Background: an optimization exercise with open tools, aiming at small area, a short achievable clock period and few clock cycles per item. Do not read the settings as production practice. In this exercise RTL edits were held to simulation tests only and were not proved equivalent to the original.

## flow/design.v (module list and top-level ports; edited modules follow where they fit)
// module tau_arith: 2515 lines
module tau_arith (
    input  wire        clk,
    input  wire        rst,           
    input  wire        in_valid,
    output wire        in_ready,
    input  wire        in_fn,         
    input  wire [63:0] in_a,
    input  wire [63:0] in_b,
    output reg         out_valid,
    output reg  [63:0] out_result,
    output reg         out_range
);
  // ...
==> flow/flow/run.sh <==
#!/bin/bash
# The standard layout, with repair_timing asked for more setup slack than the
# clock period needs, so that it sizes the critical paths up.
set -euo pipefail
bash standard.sh SETUP_SLACK_MARGIN=7 finish > standard_make.log 2>&1
==> flow/standard.sh <==
#!/bin/bash
# synth_recipe.tcl (not shown) runs the flow's synth.tcl, then flattens the netlist and writes it again
# the make line also repeats each setting of config.mk as NAME=value (left out here)
make -C /OpenROAD-flow-scripts/flow DESIGN_CONFIG=/design/flow/config.mk WORK_HOME=/design/flow/orfs CLKGATE_MAP_FILE= SYNTH_SCRIPT=/design/flow/synth_recipe.tcl "${@:-finish}"
==> flow/config.mk <==
export PLATFORM = sky130hd
export DESIGN_NAME = tau_arith
export DESIGN_NICKNAME = tau_arith
export VERILOG_FILES = /design/flow/design.v
export SDC_FILE = /design/flow/constraint.sdc
export NUM_CORES = 4
export LEC_CHECK = 0
export CAP_MARGIN = 20
export CORE_MARGIN = 2
export CORE_UTILIZATION = 40
export SLEW_MARGIN = 20
==> flow/constraint.sdc <==
create_clock -name core_clock -period 14.0 [get_ports {clk}]
set_input_delay 2.8000 -clock core_clock [delete_from_list [all_inputs] [get_ports {clk}]]
set_output_delay 2.8000 -clock core_clock [all_outputs]
set_load 0.01 [all_outputs]
==> notes.md, run 1 <==
- The run finished with no timing, DRC or antenna violations.
- The worst-case clock skew is roughly 0.022 ns.
- The worst setup path is captured at a flop.
- The flow inserted 950 tap cells.
- The routed design could run at a clock period as short as approximately 6.8 ns.
- The worst setup path endpoint is out_result[27].
- The number of cells in the design after placement is 4,235.
- The count of cell instances traversed by the critical path is 18.
- Summing the areas of all compound-gate instances in the mapped netlist gives between 10% and 20% of the synthesized area.
- The number of detailed-route iterations in the first pass is 8.
- The class of the worst hold path is reg -> reg.
- Leaving out the clock tree, the finished layout contains an inverter count of roughly 440.
- Summed over all nets, wire length on met2 after detailed routing comes to 47.8 mm.
- The repair_antennas step left the layout with diodes totalling 0.
- For the pin with the worst max-slew slack, the measured transition is approximately 1.1 ns.
- The synthesized design contains roughly 100 enable-type register cells.
- In the final layout, flip-flops and latches take up around a fifth of the cell area.
- In this run the critical register-to-register path is captured at out_result[27].
- Once detail routing completed, the nets flagged for antenna violations numbered 0.
- Sorting the synthesized cells by area gives the leading types as sky130_fd_sc_hd__fa_1 (22%), sky130_fd_sc_hd__dfxtp_1 (12%), sky130_fd_sc_hd__edfxtp_1 (11%).
- After routing the design area is between 30,000 and 40,000 um2.
- The standard cell area after detailed placement is 31,700 um2.
- The cell area after synthesis is 28,700 um2.
- The cell repeated most along the worst path is sky130_fd_sc_hd__fa_1.
- Dividing the detail-routed via count by the number of cells gives 5.77.
- The total wire length is 105 mm.
- The most common cell in the synthesized netlist is sky130_fd_sc_hd__inv_1.
- On the critical path, the stage with the largest delay is an instance of sky130_fd_sc_hd__fa_1.
- For the worst setup path, the data arrival time is just over 7 ns.
- Of all nets on the critical path, the largest fanout is 9.
- The synthesized design spends more area on one cell type than any other, namely sky130_fd_sc_hd__fa_1.
- Max-cap violations in this run came to 0.
- The count of non-filler cells in the finished layout is 4,301.
Testbench counts, summed over its fixed seeds: cycles 40,239, items 16,000.
==> run 2: changes to the inputs <==
==> flow/flow/run.sh (replaced) <==
#!/bin/bash
# The standard layout, with repair_timing asked for more setup slack than the
# clock period needs (so that it sizes the critical paths up), and the port
# buffers made with sky130_fd_sc_hd__buf_1.
set -euo pipefail
bash standard.sh SETUP_SLACK_MARGIN=7 "BUFFER_PORTS_ARGS=-buffer_cell sky130_fd_sc_hd__buf_1" finish > standard_make.log 2>&1
==> run 2 against run 1 <==
  * Sequential share of layout area up 0.72 points
  * Critical endpoint is now out_result[26]
  * Die area unchanged
  * Setup slack worse by 0.070 ns
==> notes.md, run 2 <==
- The HPWL after detailed placement is 86.7 mm.
- Entering global routing, the biggest net connects about 80 pins.
- The count of fill cells added during filler insertion is around 7,100.
- The via count of the routed design is approximately 25,000.
- The flip-flop count of the largest register, all copies and words added is 64.
- The area added between synthesis and finish is 10.8%.
- The number of cells in the design after placement is 4,235 (unchanged).
- The area fraction in and, or, nand and nor cells after synthesis is around 16%.
- The number of storage elements in the synthesis netlist is 279.
- The worst slack at placement is roughly 7 ns.
- The transition time at the pin with the least slew margin is 0.999 ns (-0.0670 ns).
- For this run, the number of Yosys warnings is 1.
- The clock-pin slew reported for the worst setup and hold paths after clock tree synthesis is 0.06 ns.
- The multi-input combinational cells in the finished layout cover a total of approximately 20,000 um2.
- The floorplan step defined a die boundary enclosing 73,900 um2.
- Multiplexer cells account for 0.493% of the synthesized area.
- After clock tree synthesis, the flow added hold-fix buffers numbering 0.
- The area used by sequential logic in the layout is 6630 um2.
- The number of max-slew violations in the final report is 0.
- The number of max-cap violations was 0 (unchanged).
- In this run the tool buffered the top-level ports with 198 buffer cells.
- TritonCTS built the clock tree.
- Routability-driven placement finished with a final weighted congestion of 1.03.
- The minimum period implied by the final worst setup slack is 6.82 ns (+0.0696 ns).
- The post-synthesis adder-cell area fraction is 31.6%.
- The post-synthesis average cell area is 9.08 um2.
- Leaving out fill and tap cells, the most frequent cells in the layout are sky130_fd_sc_hd__inv_1 (424), sky130_fd_sc_hd__fa_1 (316), sky130_fd_sc_hd__nor2_1 (258), sky130_fd_sc_hd__ha_1 (218), sky130_fd_sc_hd__nand2_1 (211).
- After detailed routing, the number of remaining DRC violations is 0.
- The starting density of the core is about two fifths.
- The H-tree was split into 2 levels.
- The net count after synthesis is about 3,800.
- The post-detailed-route via-to-cell ratio is 5.77 (about the same).
- The clock net in this run drives a total of 279 sinks.
- The number of detailed-route iterations in the first pass is 6 (-2).
- The most common cell after layout, fill and taps aside is sky130_fd_sc_hd__inv_1.
- The number of distinct library cells after synthesis is 104.
- Ranked by flip-flop count, first place goes to out_result.
- The critical-path maximum fanout came to 8 (-1).
- Setup total negative slack on the finished layout was measured at 0 ns.
- The worst-case clock skew is 0.0284 ns (+0.00663 ns).
- The number of global-route vias before repair is 24,899.
- The clock reaches the later pin of the worst-skew pair after between 0.5 and 0.6 ns.
- The count of mapped cells out of synthesis is around 3,200.
- From left edge to right edge, the die measures between 200 and 300 um.
- The number of antenna violations at the first check in global routing is 1.
- The xor/xnor cell area share of the yosys netlist is 5.15%.
- The final setup violation count is 0.
- The row count is around 100.
- The total inserted antenna cells is 0 (unchanged).
- The element type at the critical path start is a flop.
- The top-level I/O count is 199.
- The largest registers in the layout are out_result x64, dq x35.
- The cell taking the most area after synthesis is sky130_fd_sc_hd__fa_1.
- The number of buffers created by CTS is 34.
- By startpoint and endpoint, the worst setup path is classified as reg -> reg.
- Global routing finished with a remaining overflow of 0.
- The worst endpoint required time is between 10 and 15 ns.
- The net count of the finished layout is 3,999.
- In the final layout, the share of cells above drive strength 1 is 5.36%.
- The die is 272 um tall.
- The first global-routing pass estimated 159 mm of wire.
- STA classifies the critical path endpoint as a flop.
- The setup check on the worst reg-to-reg path leaves a slack of around 7 ns.
- The top cell type's share of synthesized area is 22.1%.
- The final worst slack is around 7.2 ns.
- The number of enable flip-flop cells after synthesis is 104 (unchanged).
- The top flip-flop cell by instance count after synthesis is sky130_fd_sc_hd__dfxtp_1.
- After synthesis, the cell types taking the most area are sky130_fd_sc_hd__fa_1 (22%), sky130_fd_sc_hd__dfxtp_1 (12%), sky130_fd_sc_hd__edfxtp_1 (11%).
- The share of the synthesized area in compound gates (AO/OA/AOI/OAI) is 16.7% (unchanged).
- The flow ran to the end and the layout has no timing, DRC or antenna violations.
- The cell area after synthesis is 28,700 um2 (unchanged).
- The clock tree root driver cell is sky130_fd_sc_hd__clkbuf_16.
- The placeable core region is 71,200 um2.
- The maximum operating frequency is 147 MHz.
- The all-layer global routing usage is 28.5%.
- The arrival time of the worst setup path was 7.09 ns (+0.05 ns).
- The final hold violation count is 0.
- The count of non-filler cells in the finished layout is 4,307 (+0.14%).
- The class of the worst hold path is reg -> reg.
- The final antenna-violating net count is 0 (unchanged).
- By area, the combinational part of the netlist is dominated by adder cells.
- The share of the yosys chip area belonging to registers is 23.1%.
- The worst pin sits at a relative slew slack of 33.2%.
- Of the available clock period, the critical path in the final layout requires approximately half.
- The detailed router finished its first iteration with 2,642 violations.
- In the post-synthesis netlist, the cell with the most instances is sky130_fd_sc_hd__inv_1.
- Setup repair after global routing left no endpoint under its margin.
- The commonest cells after synthesis are sky130_fd_sc_hd__inv_1 (428), sky130_fd_sc_hd__fa_1 (316), sky130_fd_sc_hd__nor2_1 (260).
- The per-cell routed wire length is 24.7 um.
- The clock passes through at most 3 buffers.
- The fraction of synthesis flops using an asynchronous set or reset pin is 0%.
- The total wire length came to 107 mm (+1.8%).
-- run 2: changes by cell type in the layout (fill, tap and decap cells not counted), sizes merged --
cell and delta:
buf +199, clkdlybuf4s50 -197, clkinv +3, clkinvlp +1
-- run 2: area by class of cell --
| cell class | instances | area share (%) |
|---|---|---|
| Inverter | 435 | 5.19 |
| Clock buffer | 43 | 3.04 |
| Timing Repair Buffer | 251 | 3.71 |
| Sequential cell | 279 | 20.9 |
| Multi-Input combinational cell | 2332 | 62.9 |
| Tap cell | 950 | 3.74 |
| Clock inverter | 17 | 0.559 |
-- run 2: what timing repair did --
action                                  4_1_cts  5_1_grt
gates resized for setup                       2       11
pin swaps                                     0        0
endpoints found under the setup margin        2       12
buffers inserted                              0       12
-- run 2: cells by family (layout without fill, tap and decap cells) --
group	Yosys count	count (layout)
xor+xnor	167	167
simple gates	899	899
compound gates	718	718
flops	279	279
mux	14	14
buf+inv	546	746
fa+ha+maj	534	534
-- run 2: final timing paths --
kind | start | end | cells after the start
max | s1_d[15] | out_result[26] | 17
min | dq[27] | dq[32] | 1
max reg2reg | s1_d[15] | out_result[26] | 17
min reg2reg | dq[27] | dq[32] | 1
-- run 2: layer usage --
metal / part of all wire (%) / GRT usage, % / vias up
li1: - / - / 11271
met1: 41 / 36.6 / 12095
met2: 47 / 47.5 / 1190
met3: 7.4 / 4.13 / 299
met4: 5.6 / 13.1 / 0
met5: 0 / 0 / -
-- run 2: stage by stage --
step	utilization [%]	cell area [um2]	hold WS [ns]
floorplan	-	28700	0.497
global placement	42.7	30400	0.520
detailed placement	42.8	30500	0.528
CTS	44.4	31600	0.550
global route	44.6	31800	0.581
finish	44.6	31800	0.555
-- run 2: worst max-delay path, stage by stage (launching register included) --
cell	delay (ns)
sky130_fd_sc_hd__dfxtp_1	0.66
sky130_fd_sc_hd__clkinvlp_4	0.31
sky130_fd_sc_hd__buf_4	0.24
sky130_fd_sc_hd__fa_1	0.47
sky130_fd_sc_hd__fa_1	0.53
sky130_fd_sc_hd__fa_1	0.41
sky130_fd_sc_hd__fa_1	0.53
sky130_fd_sc_hd__fa_1	0.41
sky130_fd_sc_hd__ha_1	0.46
sky130_fd_sc_hd__and3_1	0.29
sky130_fd_sc_hd__nand2_1	0.07
sky130_fd_sc_hd__or3_1	0.40
sky130_fd_sc_hd__o211ai_1	0.44
sky130_fd_sc_hd__a31oi_1	0.17
sky130_fd_sc_hd__xnor2_1	0.23
sky130_fd_sc_hd__a221oi_2	0.48
sky130_fd_sc_hd__o221ai_1	0.25
sky130_fd_sc_hd__a21boi_0	0.18
==> run 3: changes to the inputs <==
==> flow/flow/run.sh (replaced) <==
#!/bin/bash
# The standard layout, with repair_timing asked for more setup slack than the
# clock period needs (so that it sizes the critical paths up), and the port
# buffers made with sky130_fd_sc_hd__buf_2.
set -euo pipefail
bash standard.sh SETUP_SLACK_MARGIN=6.5 "BUFFER_PORTS_ARGS=-buffer_cell sky130_fd_sc_hd__buf_2" finish > standard_make.log 2>&1
==> run 3 against run 2 <==
  * Via count about the same
  * Utilization about the same
  * Setup slack got worse by 0.29 ns
  * Critical endpoint is now out_result[24]
  * Critical path depth increased by 1
  * Non-clock buffer count decreased by 17
  * Cell area about the same
  * First-iteration DRC count increased by 0.26%
  * Register-to-register slack got worse by 0.29 ns
  * Largest cell class unchanged
  * Area after synthesis unchanged
==> notes.md, run 3 <==
- The via count of the routed design is 24,840 (-0.060%).
- The clock-pin slew reported for the worst setup and hold paths after clock tree synthesis is 0.07 ns (about the same).
- The xor/xnor cell area share of the yosys netlist came to 5.15% (unchanged).
- By instance count, the cell type seen most on the critical path is sky130_fd_sc_hd__fa_1.
- The number of max-slew violations in the final report is 0 (unchanged).
- The row count is 98 (unchanged).
- The final estimated routing congestion in global placement came to 1.04 (+0.76%).
- The count of mapped cells out of synthesis is 3,157 (unchanged).
- The library cells used most frequently in the layout, excluding fill and tap cells, are sky130_fd_sc_hd__inv_1 (428), sky130_fd_sc_hd__fa_1 (316), sky130_fd_sc_hd__nor2_1 (258), sky130_fd_sc_hd__ha_1 (218), sky130_fd_sc_hd__nand2_1 (211).
- The worst-case clock skew is 0.0195 ns (-0.00892 ns).
- The post-detailed-route via-to-cell ratio is 5.79 (+0.38%).
- The all-layer global routing usage is 27.9% (-0.60 points).
- The top cell type's share of synthesized area was 22.1% (unchanged).
- The count of warnings emitted by yosys was 1 (unchanged).
- The buffer count from post-CTS setup fixing is 0 (unchanged).
- Yosys attributes the largest share of cell area to sky130_fd_sc_hd__fa_1 (22%), sky130_fd_sc_hd__dfxtp_1 (12%), sky130_fd_sc_hd__edfxtp_1 (11%).
- The maximum operating frequency was 141 MHz (-4.1%).
- The y dimension of the die was 272 um (unchanged).
- The area added between synthesis and finish was 10.7% (about the same).
- The flip-flop count of the largest register, all copies and words added is 64 (unchanged).
- The biggest cell delay along the critical path is 0.70 ns (+0.04 ns).
- The post-route clock period utilization is 50.8% (+2.1 points).
- The clock tree from TritonCTS is done.
- The transition time at the pin with the least slew margin is 1.07 ns (+0.0671 ns).
- The count of non-filler cells in the finished layout is 4,288 (-0.44%).
- The starting density of the core is 40.3% (unchanged).
- The number of antenna violations at the first check in global routing is 2 (+1).
- The pin count of the biggest net entering global routing was 71 (-9.0%).
- The largest registers in the layout are out_result x64, dq x35.
- The number of nets in the final layout was 3,979 (-0.50%).
- The element type at the critical path start is a flop.
- The placeable core region came to 71,200 um2 (unchanged).
- The final antenna-violating net count came to 0 (unchanged).
- The tree is rooted in a sky130_fd_sc_hd__clkbuf_16.
- The post-synthesis adder-cell area fraction was 31.6% (unchanged).
- The area of the die was 73,900 um2 (unchanged).
- The class of the worst hold path is reg -> reg.
- The share of the synthesized area in compound gates (AO/OA/AOI/OAI) is 16.7% (unchanged).
- The number of detailed-route iterations in the first pass is 8 (+2).
- The number of distinct library cells after synthesis is 104 (unchanged).
- The number of cells in the design after placement was 4,230 (-0.12%).
- The critical-path maximum fanout is 8 (unchanged).
- The top-level I/O count is 199 (unchanged).
- The kind of cell with the highest combined delay along the critical path is adder cells.
- The post-cts resize count is 0 (-2).
- The number of max-cap violations was 0 (unchanged).
- sky130_fd_sc_hd__inv_1 is the most common cell in the netlist.
- The cell area after synthesis is 28,700 um2 (unchanged).
- The final core area utilization is 44.6% (about the same).
- The cts-stage hold buffer count came to 0 (unchanged).
- The worst endpoint required time is 14.36 ns (+0.09 ns).
- The critical path goes through inv_1, fa_1, fa_1, fa_1, fa_1, fa_1, ha_1, a21o_1, a21o_1, a21o_1, a31oi_1, o22ai_1, a221oi_2, a21oi_1, o32ai_1, xor2_1, a21oi_1, a221o_1.
- The final worst slack came to 6.89 ns (-0.289 ns).
- The category of the critical setup timing path is reg -> reg.
- The global-route wire length before repair is 156 mm (-1.4%).
- The number of buffers created by CTS came to 31 (-8.8%).
- The number of global-route vias before repair is 25,090 (+0.77%).
- The multiplexer fraction of the synthesized cell area was 0.493% (unchanged).
- The total wire length was 104 mm (-2.6%).
- The clock sink count came to 279 (unchanged).
- The register ranked first by flip-flop count is out_result.
- The width of the chip is 272 um (unchanged).
- The most common cell after layout, fill and taps aside is sky130_fd_sc_hd__inv_1.
- Summed over all instances, the cell type with the most area after synthesis is sky130_fd_sc_hd__fa_1.
- The cell type of the slowest stage on the worst timing path is sky130_fd_sc_hd__dfxtp_1.
- The dominant combinational cell family by area after synthesis is adder cells.
- The number of enable flip-flop cells after synthesis is 104 (unchanged).
- The total global routing overflow is 0 (unchanged).
- The share of layout cells above drive strength 1 is 10.5% (+5.2 points).
- The area fraction in and, or, nand and nor cells after synthesis is 15.5% (unchanged).
- The top flip-flop cell by instance count after synthesis is sky130_fd_sc_hd__dfxtp_1.
- The worst-skew pair later-pin latency came to 0.62 ns (+0.06 ns).
- The minimum period implied by the final worst setup slack came to 7.11 ns (+0.289 ns).
- The per-cell routed wire length is 24.2 um (-2.2%).
- The flow ran to the end and the layout has no timing, DRC or antenna violations.
- The number of storage elements in the synthesis netlist is 279 (unchanged).
- The worst slack at placement is 6.94 ns (-0.0305 ns).
- The buffer levels on the longest clock path came to 3 (unchanged).
- The fraction of synthesis flops using an asynchronous set or reset pin is 0% (unchanged).
- The count of fill cells added during filler insertion came to 7,149 (+0.18%).
- The hold slack came to 0.533 ns (-0.0221 ns).
- The violation count after the first detailed-route iteration is 2,649 (+0.26%).
- The HPWL after detailed placement came to 84.6 mm (-2.3%).
- The sum of negative setup slack is 0 ns (unchanged).
- The total inserted antenna cells was 0 (unchanged).
- The share of the yosys chip area belonging to registers is 23.1% (unchanged).
- The post-synthesis average cell area is 9.08 um2 (unchanged).
- The net count after synthesis is 3,823 (unchanged).
- The final setup violation count came to 0 (unchanged).
- The capturing element type of the critical path is a flop.
- Setup repair after global routing left no endpoint under its margin.
- The detailed-route DRC error count is 0 (unchanged).
- The final hold violation count is 0 (unchanged).
- The relative slew slack is 28.8% (-4.5 points).
- The number of I/O port buffers is 198 (unchanged).
- After synthesis, the most frequently instantiated cells are sky130_fd_sc_hd__inv_1 (428), sky130_fd_sc_hd__fa_1 (316), sky130_fd_sc_hd__nor2_1 (260).
- The H-tree level count is 1 (-1).
- The count of buffer and inverter cells on the critical path was 1 (-1).
- The arrival time of the worst setup path is 7.47 ns (+0.38 ns).
[run 3: final cells by class]
class / instances / area, um2 / area share [%]
tap: 950 / 1190 / 3.74
clock buffer: 35 / 821 / 2.59
timing repair buffer: 234 / 1260 / 3.98
clock inverter: 23 / 254 / 0.800
inverter: 435 / 1630 / 5.14
multi-input combinational: 2332 / 20000 / 62.9
sequential: 279 / 6630 / 20.9
[run 3: metrics by stage]
step / instance area [um2]
2_1_floorplan: 28700
5_1_grt: 31800
4_1_cts: 31700
3_3_place_gp: 30700
6_report: 31800
3_5_place_dp: 30700
[run 3: path summary, 6_finish.rpt]
kind / start / to / slack (ns) / depth (start not counted)
setup reg to reg: s1_d[11] / out_result[24] / 6.89 / 18
hold / removal: dq[27] / dq[32] / 0.53 / 1
setup / recovery: s1_d[11] / out_result[24] / 6.89 / 18
hold reg to reg: dq[27] / dq[32] / 0.53 / 1
[run 3: per-layer routing]
metal	global-route usage (%)	part of all wire, %	wire length, um	vias up
li1	-	-	-	11251
met4	12.8	5.6	5760	4
met5	0	0.024	25	-
met1	35.1	40	41400	12049
met3	5.61	8.2	8460	314
met2	46.2	46	48100	1222
[run 3: cells by family (layout without fill, tap and decap cells)]
logic type / count (synthesis) / after routing
buf+inv: 546 / 727
xor+xnor: 167 / 167
compound gates: 718 / 718
simple gates: 899 / 899
flops: 279 / 279
mux: 14 / 14
fa+ha+maj: 534 / 534
==> run 4: changes to the inputs <==
--- a/flow/flow/run.sh
+++ b/flow/flow/run.sh
@@ -5,2 +5,2 @@
 set -euo pipefail
-bash standard.sh SETUP_SLACK_MARGIN=6.5 "BUFFER_PORTS_ARGS=-buffer_cell sky130_fd_sc_hd__buf_2" finish > standard_make.log 2>&1
+bash standard.sh SETUP_SLACK_MARGIN=7 TNS_END_PERCENT=5 "BUFFER_PORTS_ARGS=-buffer_cell sky130_fd_sc_hd__buf_2" finish > standard_make.log 2>&1
==> run 4 against run 3 <==
  * First-iteration DRC count is 2.2% higher
  * Area after synthesis did not move
  * Register-to-register slack better by 0.23 ns
  * Count of clock-buffer cells in the layout stayed put
  * Die area unchanged
  * Via count is 0.17% higher
  * Setup slack better by 0.23 ns
  * Sequential share of layout area about the same
  * Global-route usage stayed put
  * Worst hold slack about the same
  * Cell count grew 0.16%
  * Critical path type unchanged
  * Critical endpoint is now out_result[27]
  * Largest cell class unchanged
==> notes.md, run 4 <==
- The root buffer cell chosen for the clock tree is sky130_fd_sc_hd__clkbuf_16.
- The via count of the routed design is 24,881 (+0.17%).
- The most used flip-flop cell after synthesis is sky130_fd_sc_hd__dfxtp_1.
- The top-level I/O count is 199 (unchanged).
- The H-tree level count is 1 (unchanged).
- Setup repair after global routing could not meet its margin everywhere.
- Yosys attributes the largest share of cell area to sky130_fd_sc_hd__fa_1 (22%), sky130_fd_sc_hd__dfxtp_1 (12%), sky130_fd_sc_hd__edfxtp_1 (11%).
- The critical-path maximum fanout was 9 (+1).
- The final hold violation count is 0 (unchanged).
- The transition time at the pin with the least slew margin came to 1.05 ns (-0.0124 ns).
- The final antenna-violating net count is 0 (unchanged).
- The post-detailed-route via-to-cell ratio is 5.79 (about the same).
- The post-route clock period utilization is 49.2% (-1.6 points).
- The clock sink count is 279 (unchanged).
- The buffer levels on the longest clock path is 3 (unchanged).
- By count the netlist is led by sky130_fd_sc_hd__inv_1 (428), sky130_fd_sc_hd__fa_1 (316), sky130_fd_sc_hd__nor2_1 (260).
- The share of layout cells above drive strength 1 came to 10.9% (+0.40 points).
- The minimum period implied by the final worst setup slack is 6.89 ns (-0.225 ns).
- The placeable core region is 71,200 um2 (unchanged).
- The number of buffers created by CTS is 31 (unchanged).
- The cell taking the most area after synthesis is sky130_fd_sc_hd__fa_1.
- The number of max-cap violations is 0 (unchanged).
- The cell with the most instances after synthesis is sky130_fd_sc_hd__inv_1.
- The arrival time of the worst setup path is 7.22 ns (-0.25 ns).
- The worst-case clock skew was 0.0204 ns (+0.000876 ns).
- The number of storage elements in the synthesis netlist came to 279 (unchanged).
- The sum of negative setup slack is 0 ns (unchanged).
- The count of warnings emitted by yosys came to 1 (unchanged).
- The number of enable flip-flop cells after synthesis is 104 (unchanged).
- The maximum operating frequency is 145 MHz (+3.3%).
- The count of non-filler cells in the finished layout is 4,295 (+0.16%).
- The number of detailed-route iterations in the first pass is 7 (-1).
- The number of nets in the final layout is 3,985 (+0.15%).
- The violation count after the first detailed-route iteration came to 2,706 (+2.2%).
- The count of mapped cells out of synthesis is 3,157 (unchanged).
- The area of the die came to 73,900 um2 (unchanged).
- Leaving out fill and tap cells, the most frequent cell in the layout is sky130_fd_sc_hd__inv_1.
- The total global routing overflow is 0 (unchanged).
- The worst endpoint required time came to 14.34 ns (-0.02 ns).
- The y dimension of the die is 272 um (unchanged).
- The number of cells traversed by the worst register-to-register path is 18 (unchanged).
- The number of antenna violations at the first check in global routing is 3 (+1).
- The HPWL after detailed placement came to 84.6 mm (unchanged).
- The net count after synthesis is 3,823 (unchanged).
- The fraction of synthesis flops using an asynchronous set or reset pin is 0% (unchanged).
- The final setup violation count is 0 (unchanged).
- The final core area utilization is 44.7% (+0.10 points).
- The element type at the critical path start is a flop.
- The flip-flop count of the largest register, all copies and words added came to 64 (unchanged).
- The all-layer global routing usage was 27.9% (unchanged).
- The flow ran to the end and the layout has no timing, DRC or antenna violations.
- The per-cell routed wire length is 24.2 um (+0.19%).
- The row count came to 98 (unchanged).
- The detailed-route DRC error count is 0 (unchanged).
- The clock-pin slew reported for the worst setup and hold paths after clock tree synthesis is 0.07 ns (about the same).
- The number of global-route vias before repair was 25,090 (unchanged).
- The number of distinct library cells after synthesis is 104 (unchanged).
- The final estimated routing congestion in global placement came to 1.04 (unchanged).
- The pin count of the biggest net entering global routing came to 71 (unchanged).
- The relative slew slack was 29.6% (+0.83 points).
- The share of the yosys chip area belonging to registers came to 23.1% (unchanged).
- The number of max-slew violations in the final report is 0 (unchanged).
- The count of fill cells added during filler insertion is 7,145 (-0.056%).
- TritonCTS built the clock tree.
- The top cell type's share of synthesized area is 22.1% (unchanged).
- The width of the chip is 272 um (unchanged).
- The number of cells in the design after placement came to 4,230 (unchanged).
- The area added between synthesis and finish is 11.0%.
- In the final layout, the registers with the most flip-flops are out_result x64, dq x35.
- The worst-skew pair later-pin latency came to 0.62 ns (about the same).
- The total wire length is 104 mm (+0.35%).
- More flip-flops sit in one register than any other, and that register is out_result.
- The global-route wire length before repair is 156 mm (unchanged).
- The min-delay analysis places its worst path in the category reg -> reg.
- The post-synthesis average cell area is 9.08 um2 (unchanged).
- The cell area after synthesis was 28,700 um2 (unchanged).
- The number of I/O port buffers is 198 (unchanged).
- The category of the critical setup timing path is reg -> reg.
- The top cell types in the final layout, fill and taps aside, are sky130_fd_sc_hd__inv_1 (426), sky130_fd_sc_hd__fa_1 (316), sky130_fd_sc_hd__nor2_1 (258), sky130_fd_sc_hd__ha_1 (218), sky130_fd_sc_hd__nand2_1 (211).
- The worst setup path is captured at a flop.
- The cell count of the worst hold path is 1 (unchanged).
- The starting density of the core is 40.3% (unchanged).
-- run 4: cell count changes in the layout (fill, tap and decap cells not counted) --
cell                         previous run  this run
sky130_fd_sc_hd__clkinvlp_4             2         4
sky130_fd_sc_hd__xor2_2                 0         1
sky130_fd_sc_hd__dfxtp_2                2         6
sky130_fd_sc_hd__inv_1                428       426
sky130_fd_sc_hd__dfxtp_1              173       169
sky130_fd_sc_hd__a21oi_2                0         1
sky130_fd_sc_hd__diode_2                0         1
sky130_fd_sc_hd__xor2_1                99        98
sky130_fd_sc_hd__a21oi_1              175       174
sky130_fd_sc_hd__buf_4                 37        43
-- run 4: critical path: stages (launching register included) --
cell                       delay [ns]
sky130_fd_sc_hd__dfxtp_1         0.60
sky130_fd_sc_hd__inv_1           0.38
sky130_fd_sc_hd__fa_1            0.60
sky130_fd_sc_hd__fa_1            0.46
sky130_fd_sc_hd__fa_1            0.43
sky130_fd_sc_hd__fa_1            0.54
sky130_fd_sc_hd__fa_1            0.41
sky130_fd_sc_hd__ha_1            0.43
sky130_fd_sc_hd__a21o_1          0.27
sky130_fd_sc_hd__a21o_1          0.19
sky130_fd_sc_hd__a21o_1          0.19
sky130_fd_sc_hd__a311o_1         0.39
sky130_fd_sc_hd__a21boi_1        0.14
sky130_fd_sc_hd__o21ai_0         0.08
sky130_fd_sc_hd__a21oi_1         0.36
sky130_fd_sc_hd__o221ai_2        0.23
sky130_fd_sc_hd__a31oi_1         0.23
sky130_fd_sc_hd__xor2_1          0.44
sky130_fd_sc_hd__o221ai_1        0.21
-- run 4: metrics by stage --
stage	worst slack, ns	hold slack (ns)	cell area (um2)
floorplan	8.18	0.497	28700
global placement	6.93	0.516	30700
global route	6.91	0.567	31800
CTS	7.03	0.534	31700
detailed placement	6.94	0.518	30700
finish	7.11	0.532	31800
-- run 4: cell families (layout without fill, tap and decap cells) --
logic type	count (synthesis)	after routing	synth area share, %
AO/OA/AOI/OAI	718	718	16.7
flip-flops	279	279	23.1
other	0	1	0
AND/OR/NAND/NOR	899	899	15.5
adder cells (fa/ha/maj)	534	534	31.6
XOR/XNOR	167	167	5.15
multiplexers	14	14	0.493
buffers and inverters	546	733	7.41
-- run 4: worst paths after layout --
check           start              to  slack (ns)
max          s1_d[16]  out_result[27]        7.11
min            dq[27]          dq[32]        0.53
max reg2reg  s1_d[16]  out_result[27]        7.11
min reg2reg    dq[27]          dq[32]        0.53
-- run 4: layout make-up --
class | instances | area [um2] | area share, %
Clock buffer | 35 | 821 | 2.58
Tap cell | 950 | 1190 | 3.74
Multi-Input combinational cell | 2332 | 20000 | 62.8
Antenna cell | 1 | 2.50 | 0.00786
Timing Repair Buffer | 240 | 1310 | 4.11
Inverter | 435 | 1640 | 5.15
Sequential cell | 279 | 6630 | 20.8
Clock inverter | 23 | 254 | 0.798
-- run 4: layer usage --
layer  share of wire [%]  vias up  track usage [%]
li1                    -    11252                -
met1                  40    12093             35.1
met2                  46     1216             46.2
met3                 8.2      316             5.61
met4                 5.6        4             12.8
met5               0.020        -                0
-- run 4: repair_timing --
item	in CTS	in global routing
buffers inserted	0	6
setup endpoints to repair	2	13
gates resized for setup	1	7
pin swaps	0	1
hold buffers	0	0
==> run 5: changes to the inputs <==
--- a/flow/flow/run.sh
+++ b/flow/flow/run.sh
@@ -5,2 +5,2 @@
 set -euo pipefail
-bash standard.sh SETUP_SLACK_MARGIN=7 TNS_END_PERCENT=5 "BUFFER_PORTS_ARGS=-buffer_cell sky130_fd_sc_hd__buf_2" finish > standard_make.log 2>&1
+bash standard.sh SETUP_SLACK_MARGIN=7 TNS_END_PERCENT=30 "BUFFER_PORTS_ARGS=-buffer_cell sky130_fd_sc_hd__buf_2" finish > standard_make.log 2>&1
==> run 5 against run 4 <==
  * Maximum frequency up 0.54%
  * Critical path depth did not move
  * Cell area is essentially flat
  * Via count shrank 0.16%
  * Sequential share of layout area barely moved
  * Global-route usage unchanged
  * Clock skew is 0.0018 ns lower
  * Critical path type unchanged
  * Setup slack better by 0.037 ns
  * Non-clock buffer count grew 2
==> notes.md, run 5 <==
- The post-synthesis average cell area is 9.08 um2 (unchanged).
- The area of the die came to 73,900 um2 (unchanged).
- The count of mapped cells out of synthesis is 3,157 (unchanged).
- The violation count after the first detailed-route iteration is 2,697 (-0.33%).
- The number of storage elements in the synthesis netlist is 279 (unchanged).
- The count of warnings emitted by yosys is 1 (unchanged).
- The clock tree root driver cell is sky130_fd_sc_hd__clkbuf_16.
- The number of global-route vias before repair is 25,090 (unchanged).
- The starting density of the core came to 40.3% (unchanged).
- The all-layer global routing usage is 27.9% (unchanged).
- The critical-path maximum fanout is 9 (unchanged).
- The relative slew slack was 29.3% (-0.29 points).
- The sum of negative setup slack is 0 ns (unchanged).
- The number of max-slew violations in the final report is 0 (unchanged).
- The number of I/O port buffers was 198 (unchanged).
- The cts-stage hold buffer count was 0 (unchanged).
- The count of fill cells added during filler insertion is 7,144 (-0.014%).
- The final hold violation count is 0 (unchanged).
- The final estimated routing congestion in global placement came to 1.04 (unchanged).
- The arrival time of the worst setup path is 7.19 ns (-0.03 ns).
- The detailed-route DRC error count is 0 (unchanged).
- The post-detailed-route via-to-cell ratio was 5.78 (-0.23%).
- The maximum operating frequency was 146 MHz (+0.54%).
- The met3 routed wirelength is 8.37 mm (-2.1%).
- The y dimension of the die came to 272 um (unchanged).
- The path class of the tightest hold or removal check is reg -> reg.
- The most common cell in the synthesized netlist is sky130_fd_sc_hd__inv_1.
- The global-route wire length before repair was 156 mm (unchanged).
- Ranked by instance count, the synthesized netlist is headed by sky130_fd_sc_hd__inv_1 (428), sky130_fd_sc_hd__fa_1 (316), sky130_fd_sc_hd__nor2_1 (260).
- Yosys attributes the largest share of cell area to sky130_fd_sc_hd__fa_1 (22%), sky130_fd_sc_hd__dfxtp_1 (12%), sky130_fd_sc_hd__edfxtp_1 (11%).
- The worst endpoint required time came to 14.34 ns (about the same).
- The number of antenna violations at the first check in global routing is 3 (unchanged).
- The number of max-cap violations was 0 (unchanged).
- The top flip-flop cell by instance count after synthesis is sky130_fd_sc_hd__dfxtp_1.
- The final antenna-violating net count is 0 (unchanged).
- The number of cells traversed by the worst register-to-register path is 18 (unchanged).
- The worst-case clock skew came to 0.0186 ns (-0.00177 ns).
- The minimum period implied by the final worst setup slack is 6.85 ns (-0.0369 ns).
- The clock tree from TritonCTS is done.
- The final worst slack came to 7.15 ns (+0.0369 ns).
- The HPWL after detailed placement is 84.6 mm (unchanged).
- The synthesized design spends more area on one cell type than any other, namely sky130_fd_sc_hd__fa_1.
- The largest registers in the layout are out_result x64, dq x35.
- The placeable core region is 71,200 um2 (unchanged).
- The final setup violation count came to 0 (unchanged).
- The number of nets in the final layout came to 3,987 (+0.050%).
- The row count is 98 (unchanged).
- The number of enable flip-flop cells after synthesis is 104 (unchanged).
- The number of detailed-route iterations in the first pass is 6 (-1).
- The met2 wire length is 48.1 mm (-0.27%).
- The buffer levels on the longest clock path is 3 (unchanged).
- The worst-skew pair later-pin latency was 0.62 ns (about the same).
- The flip-flop count of the largest register, all copies and words added was 64 (unchanged).
- The transition time at the pin with the least slew margin was 1.06 ns (+0.00431 ns).
- The top cell type's share of synthesized area is 22.1% (unchanged).
- The share of layout cells above drive strength 1 is 11.0% (+0.083 points).
- Setup repair after global routing could not meet its margin everywhere.
- The most common cell after layout, fill and taps aside is sky130_fd_sc_hd__inv_1.
- The cell count of the worst hold path is 1 (unchanged).
- The share of the yosys chip area belonging to registers is 23.1% (unchanged).
- The cell area after synthesis is 28,700 um2 (unchanged).
- The clock sink count came to 279 (unchanged).
- The via count of the routed design is 24,841 (-0.16%).
- The top cell types in the final layout, fill and taps aside, are sky130_fd_sc_hd__inv_1 (425), sky130_fd_sc_hd__fa_1 (316), sky130_fd_sc_hd__nor2_1 (258), sky130_fd_sc_hd__ha_1 (218), sky130_fd_sc_hd__nand2_1 (211).
- Counting flops per register, the top entry is out_result.
- The worst setup path is launched from a flop.
- The top-level I/O count is 199 (unchanged).
- The post-route clock period utilization was 48.9% (-0.26 points).
- The highest metal layer used by the detailed router is met5.
- The width of the chip is 272 um (unchanged).
- The final core area utilization was 44.7% (about the same).
- The net count after synthesis was 3,823 (unchanged).
- The hold slack is 0.531 ns (-0.00166 ns).
- The number of distinct library cells after synthesis is 104 (unchanged).
- The per-cell routed wire length was 24.2 um (-0.30%).
- The H-tree level count is 1 (unchanged).
- The critical path is of the reg -> reg type.
- The total global routing overflow is 0 (unchanged).
- The total wire length is 104 mm (-0.23%).
- The clock-pin slew reported for the worst setup and hold paths after clock tree synthesis came to 0.07 ns (about the same).
- The area added between synthesis and finish is 11.0% (about the same).
- The pin count of the biggest net entering global routing is 71 (unchanged).
- STA classifies the critical path endpoint as a flop.
- The flow ran to the end and the layout has no timing, DRC or antenna violations.
- The post-route met1 wirelength came to 41.4 mm (about the same).
- The fraction of synthesis flops using an asynchronous set or reset pin is 0% (unchanged).
- The worst slack at placement came to 6.94 ns (unchanged).
- The number of buffers created by CTS came to 31 (unchanged).
run 5: per-stage QoR:
step | cell area (um2) | instances
detailed placement | 30700 | 4230
floorplan | 28700 | 3157
global placement | 30700 | 4230
CTS | 31700 | 4288
global route | 31800 | 4296
finish | 31800 | 4298
run 5: path summary, 6_finish.rpt:
path,start,to,slack (ns)
setup reg to reg,s1_d[18],out_result[27],7.15
hold reg to reg,dq[27],dq[32],0.53
hold / removal,dq[27],dq[32],0.53
setup / recovery,s1_d[18],out_result[27],7.15
run 5: layout make-up:
| cell class | instances | area (um2) | share of cell area [%] |
|---|---|---|---|
| inverters | 435 | 1640 | 5.16 |
| clock inverters | 23 | 254 | 0.798 |
| clock buffers | 35 | 821 | 2.58 |
| repair buffers | 242 | 1320 | 4.16 |
| well taps | 950 | 1190 | 3.73 |
| flip-flops and latches | 279 | 6630 | 20.8 |
| multi-input cells | 2332 | 20000 | 62.7 |
| diodes | 2 | 5.00 | 0.0157 |
run 5: critical path, cell delays in order (launching register included):
cell                       delay [ns]
sky130_fd_sc_hd__dfxtp_1         0.59
sky130_fd_sc_hd__inv_1           0.34
sky130_fd_sc_hd__fa_1            0.60
sky130_fd_sc_hd__fa_1            0.46
sky130_fd_sc_hd__fa_1            0.43
sky130_fd_sc_hd__fa_1            0.54
sky130_fd_sc_hd__fa_1            0.41
sky130_fd_sc_hd__ha_1            0.45
sky130_fd_sc_hd__a21o_1          0.28
sky130_fd_sc_hd__a21o_1          0.20
sky130_fd_sc_hd__a21o_1          0.19
sky130_fd_sc_hd__a311o_1         0.39
sky130_fd_sc_hd__a21boi_1        0.14
sky130_fd_sc_hd__o21ai_0         0.08
sky130_fd_sc_hd__a21oi_1         0.35
sky130_fd_sc_hd__o221ai_2        0.23
sky130_fd_sc_hd__a31oi_1         0.23
sky130_fd_sc_hd__xor2_1          0.44
sky130_fd_sc_hd__o221ai_1        0.21
run 5: cells by family (layout without fill, tap and decap cells):
group                      after synthesis  count (layout)  synth area share [%]
AOI/OAI and AO/OA                      718             718                  16.7
muxes                                   14              14                 0.493
and+or+nand+nor                        899             899                  15.5
DFF                                    279             279                  23.1
adders and majority gates              534             534                  31.6
other                                    0               2                     0
xor gates and xnor gates               167             167                  5.15
buffers and inverters                  546             735                  7.41
run 5: repair_timing:
| action | CTS | global route |
|---|---|---|
| setup endpoints to repair | 2 | 13 |
| setup buffers | 0 | 8 |
| gates resized for setup | 1 | 8 |
| pin swaps | 0 | 1 |
| cloned | 0 | 0 |
run 5: layer usage:
layer / vias up / GRT usage (%)
met5: - / 0
met4: 4 / 12.8
li1: 11273 / -
met2: 1225 / 46.2
met3: 328 / 5.61
met1: 12011 / 35.1
==> run 6: changes to the inputs <==
==> flow/flow/run.sh (replaced) <==
#!/bin/bash
# The standard layout, with repair_timing asked for more setup slack than the
# clock period needs (so that it sizes the critical paths up), and the port
# buffers made with sky130_fd_sc_hd__buf_2.
set -euo pipefail
bash standard.sh SETUP_SLACK_MARGIN=7 "BUFFER_PORTS_ARGS=-buffer_cell sky130_fd_sc_hd__buf_2" finish > standard_make.log 2>&1
==> run 6 against run 5 <==
  * Clock skew is 0.0028 ns higher
  * Worst hold slack gained 0.0017 ns
  * Die area is the same
  * Sequential cell count unchanged
  * Sequential share of layout area hardly changed
  * Setup slack better by 0.041 ns
  * Largest cell class unchanged
  * Maximum frequency rose by 0.60%
  * Still clean
  * Cell area is 0.23% higher
==> notes.md, run 6 <==
- The run finished with no timing, DRC or antenna violations.
- The largest registers in the layout are out_result x64, dq x35.
- The number of antenna violations at the first check in global routing is 3 (unchanged).
- The number of detailed-route iterations in the first pass is 8 (+2).
- The number of I/O port buffers is 198 (unchanged).
- The post-route clock period utilization came to 48.6% (-0.29 points).
- The count of warnings emitted by yosys is 1 (unchanged).
- The number of cells in the design after placement came to 4,230 (unchanged).
- The cell with the most instances after synthesis is sky130_fd_sc_hd__inv_1.
- The arrival time of the worst setup path is 7.18 ns (about the same).
- The number of cells traversed by the worst register-to-register path is 23 (+5).
- The tightest min-delay check is of the reg -> reg type.
- The count of fill cells added during filler insertion is 7,141 (-0.042%).
- The number of storage elements in the synthesis netlist is 279 (unchanged).
- The clock sink count is 279 (unchanged).
- The minimum period implied by the final worst setup slack is 6.81 ns (-0.0406 ns).
- The count of mapped cells out of synthesis is 3,157 (unchanged).
- The cell count of the worst hold path is 1 (unchanged).
- The capturing element type of the critical path is a flop.
- The final estimated routing congestion in global placement is 1.04 (unchanged).
- The share of the yosys chip area belonging to registers was 23.1% (unchanged).
- The post-detailed-route via-to-cell ratio came to 5.77 (about the same).
- The largest total area in the synthesized netlist belongs to sky130_fd_sc_hd__fa_1.
- The cts-stage hold buffer count is 0 (unchanged).
- The number of nets in the final layout came to 3,995 (+0.20%).
- By area the synthesized netlist is led by sky130_fd_sc_hd__fa_1 (22%), sky130_fd_sc_hd__dfxtp_1 (12%), sky130_fd_sc_hd__edfxtp_1 (11%).
- Clock tree synthesis selected as its root buffer the cell sky130_fd_sc_hd__clkbuf_16.
- The HPWL after detailed placement is 84.6 mm (unchanged).
- The placeable core region is 71,200 um2 (unchanged).
- The worst endpoint required time is 14.37 ns (+0.03 ns).
- The sum of negative setup slack is 0 ns (unchanged).
- The final worst slack was 7.19 ns (+0.0406 ns).
- The transition time at the pin with the least slew margin is 1.06 ns (+0.00174 ns).
- Among all flip-flop cells after synthesis, the most frequent one is sky130_fd_sc_hd__dfxtp_1.
- The starting density of the core is 40.3% (unchanged).
- The clock-pin slew reported for the worst setup and hold paths after clock tree synthesis is 0.07 ns (about the same).
- The buffer levels on the longest clock path is 3 (unchanged).
- The flip-flop count of the largest register, all copies and words added is 64 (unchanged).
- The number of distinct library cells after synthesis was 104 (unchanged).
- The via count of the routed design is 24,855 (+0.056%).
- The detailed-route DRC error count is 0 (unchanged).
- The fraction of synthesis flops using an asynchronous set or reset pin came to 0% (unchanged).
- The final antenna-violating net count came to 0 (unchanged).
- The worst-skew pair later-pin latency is 0.62 ns (about the same).
- The total global routing overflow was 0 (unchanged).
- The met2 wire length is 48.2 mm (about the same).
- The count of non-filler cells in the finished layout is 4,304 (+0.14%).
- The clock tree from TritonCTS is done.
- The highest metal layer used by the detailed router is met5.
- The final hold violation count is 0 (unchanged).
- Setup repair after global routing left no endpoint under its margin.
- The row count was 98 (unchanged).
- The number of enable flip-flop cells after synthesis is 104 (unchanged).
- The worst setup path is launched from a flop.
- The most common cell after layout, fill and taps aside is sky130_fd_sc_hd__inv_1.
- The top cell type's share of synthesized area was 22.1% (unchanged).
- The number of global-route vias before repair is 25,090 (unchanged).
- The width of the chip is 272 um (unchanged).
- The critical-path maximum fanout is 22 (+13).
- In the synthesized netlist, the cells that appear most often are sky130_fd_sc_hd__inv_1 (428), sky130_fd_sc_hd__fa_1 (316), sky130_fd_sc_hd__nor2_1 (260).
- The net count after synthesis is 3,823 (unchanged).
- The per-cell routed wire length came to 24.1 um (about the same).
- The post-synthesis average cell area is 9.08 um2 (unchanged).
- The number of buffers created by CTS is 31 (unchanged).
- Compared with the post-synthesis result, the final layout area differs by 11.3%.
- The final setup violation count is 0 (unchanged).
- The maximum operating frequency is 147 MHz (+0.60%).
- Ranked by flip-flop count, first place goes to out_result.
- The global-route wire length before repair is 156 mm (unchanged).
- The total wire length is 104 mm (about the same).
- The final core area utilization is 44.8% (+0.10 points).
- The cell area after synthesis is 28,700 um2 (unchanged).
- The met3 routed wirelength was 8.70 mm (+4.0%).
- The top cell types in the final layout, fill and taps aside, are sky130_fd_sc_hd__inv_1 (424), sky130_fd_sc_hd__fa_1 (316), sky130_fd_sc_hd__nor2_1 (258), sky130_fd_sc_hd__ha_1 (218), sky130_fd_sc_hd__nand2_1 (211).
- The worst slack at placement was 6.94 ns (unchanged).
- The area of the die came to 73,900 um2 (unchanged).
- The relative slew slack is 29.2% (-0.12 points).
- The top-level I/O count is 199 (unchanged).
- The post-route met1 wirelength is 41.1 mm (-0.60%).
- The setup path with the least slack is of type reg -> reg.
- The all-layer global routing usage came to 27.9% (unchanged).
- The total inserted antenna cells was 0 (-2).
- The y dimension of the die is 272 um (unchanged).
- The share of layout cells above drive strength 1 is 11.3% (+0.30 points).
- The violation count after the first detailed-route iteration is 2,583 (-4.2%).
- The H-tree level count was 1 (unchanged).
- The pin count of the biggest net entering global routing is 71 (unchanged).
- The worst-case clock skew is 0.0214 ns (+0.00280 ns).
- The number of max-slew violations in the final report is 0 (unchanged).
- The number of max-cap violations is 0 (unchanged).
==> run 6: cell counts after synthesis <==
Identical to the previous run, type by type.
==> run 6: logic make-up (layout without fill, tap and decap cells) <==
| kind of cell | Yosys count | in the layout | share of synthesized area, % |
|---|---|---|---|
| simple gates | 899 | 899 | 15.5 |
| compound gates | 718 | 718 | 16.7 |
| buf+inv | 546 | 743 | 7.41 |
| fa+ha+maj | 534 | 534 | 31.6 |
| flops | 279 | 279 | 23.1 |
| xor+xnor | 167 | 167 | 5.15 |
| mux | 14 | 14 | 0.493 |
==> run 6: final timing paths <==
kind | endpoint | slack [ns] | startpoint
min | dq[32] | 0.53 | dq[27]
max | out_result[29] | 7.19 | out_result[28]
min reg2reg | dq[32] | 0.53 | dq[27]
max reg2reg | out_result[29] | 7.19 | out_result[28]
==> run 6: per-layer routing <==
| metal | track usage [%] | up-vias |
|---|---|---|
| li1 | - | 11279 |
| met1 | 35.1 | 12019 |
| met2 | 46.2 | 1233 |
| met3 | 5.61 | 318 |
| met4 | 12.8 | 6 |
| met5 | 0 | - |
==> run 6: what timing repair did <==
action | 4_1_cts | 5_1_grt
pin swaps | 0 | 1
gates resized for setup | 1 | 11
buffers inserted | 0 | 16
endpoints found under the setup margin | 2 | 13
==> run 6: critical path: stages, from the launching register on <==
cell	delay [ns]
sky130_fd_sc_hd__edfxtp_1	0.78
sky130_fd_sc_hd__nor2b_1	0.62
sky130_fd_sc_hd__nand2_1	0.11
sky130_fd_sc_hd__nor4_1	0.28
sky130_fd_sc_hd__nand2_1	0.10
sky130_fd_sc_hd__o211ai_1	0.40
sky130_fd_sc_hd__a21oi_1	0.24
sky130_fd_sc_hd__or2_2	0.39
sky130_fd_sc_hd__nor4_2	0.33
sky130_fd_sc_hd__nand3_1	0.32
sky130_fd_sc_hd__ha_1	0.29
sky130_fd_sc_hd__inv_1	0.07
sky130_fd_sc_hd__fa_1	0.15
sky130_fd_sc_hd__inv_1	0.06
sky130_fd_sc_hd__a21o_1	0.17
sky130_fd_sc_hd__a21oi_1	0.27
sky130_fd_sc_hd__o21ai_0	0.17
sky130_fd_sc_hd__a221o_1	0.39
sky130_fd_sc_hd__nand4_1	0.14
sky130_fd_sc_hd__a31oi_1	0.13
sky130_fd_sc_hd__a41o_1	0.29
sky130_fd_sc_hd__o41a_1	0.33
sky130_fd_sc_hd__xnor3_1	0.21
sky130_fd_sc_hd__a211o_1	0.30
==> run 6: final cells by class <==
type | instances | area, um2 | area share, %
Multi-Input combinational cell | 2332 | 20000 | 62.6
Sequential cell | 279 | 6630 | 20.8
Inverter | 435 | 1650 | 5.16
Timing Repair Buffer | 250 | 1380 | 4.34
Tap cell | 950 | 1190 | 3.72
Clock buffer | 35 | 821 | 2.57
Clock inverter | 23 | 254 | 0.796
==> run 6: stage by stage <==
stage / area (um2) / hold WS (ns)
2_1_floorplan: 28700 / 0.497
3_3_place_gp: 30700 / 0.516
3_5_place_dp: 30700 / 0.518
4_1_cts: 31700 / 0.534
5_1_grt: 31900 / 0.567
6_report: 31900 / 0.532

[re-timing with driven ports]
How much do the figures lean on ideal ports? The routed layouts below were timed once more, with nothing changed but the port constraints.
Step 1: set_driving_cell puts a clkbuf_16 on clk and a buf_2 on each other input, an assumption about the parent block.
Step 2 adds t to the input delays and takes it off the output delays; t is the mean of the earliest and latest rising clock arrival at the registers after step 1. Input paths then give back, and output paths get back, about the clock's delay inside the block.
Slacks: ideal / step 1 / step 2; pairs: ideal / step 1.
| run | t (ns) | slack for setup (ns) | hold slack, ns | worst setup path after step 2 |
|---|---|---|---|---|
| run 1 | 0.617 | 7.247 / 7.247 / 7.247 | 0.543 / 0.543 / 0.543 | register to register |
| run 2 | 0.607 | 7.177 / 7.177 / 7.177 | 0.555 / 0.555 / 0.555 | register to register |
| run 3 | 0.674 | 6.888 / 6.888 / 6.888 | 0.533 / 0.533 / 0.533 | register to register |
| run 4 | 0.674 | 7.113 / 7.113 / 7.113 | 0.532 / 0.532 / 0.532 | register to register |
| run 5 | 0.675 | 7.150 / 7.150 / 7.150 | 0.531 / 0.531 / 0.531 | register to register |
| run 6 | 0.674 | 7.190 / 7.190 / 7.190 | 0.532 / 0.532 / 0.532 | register to register |
After both steps every run listed still meets setup and hold.
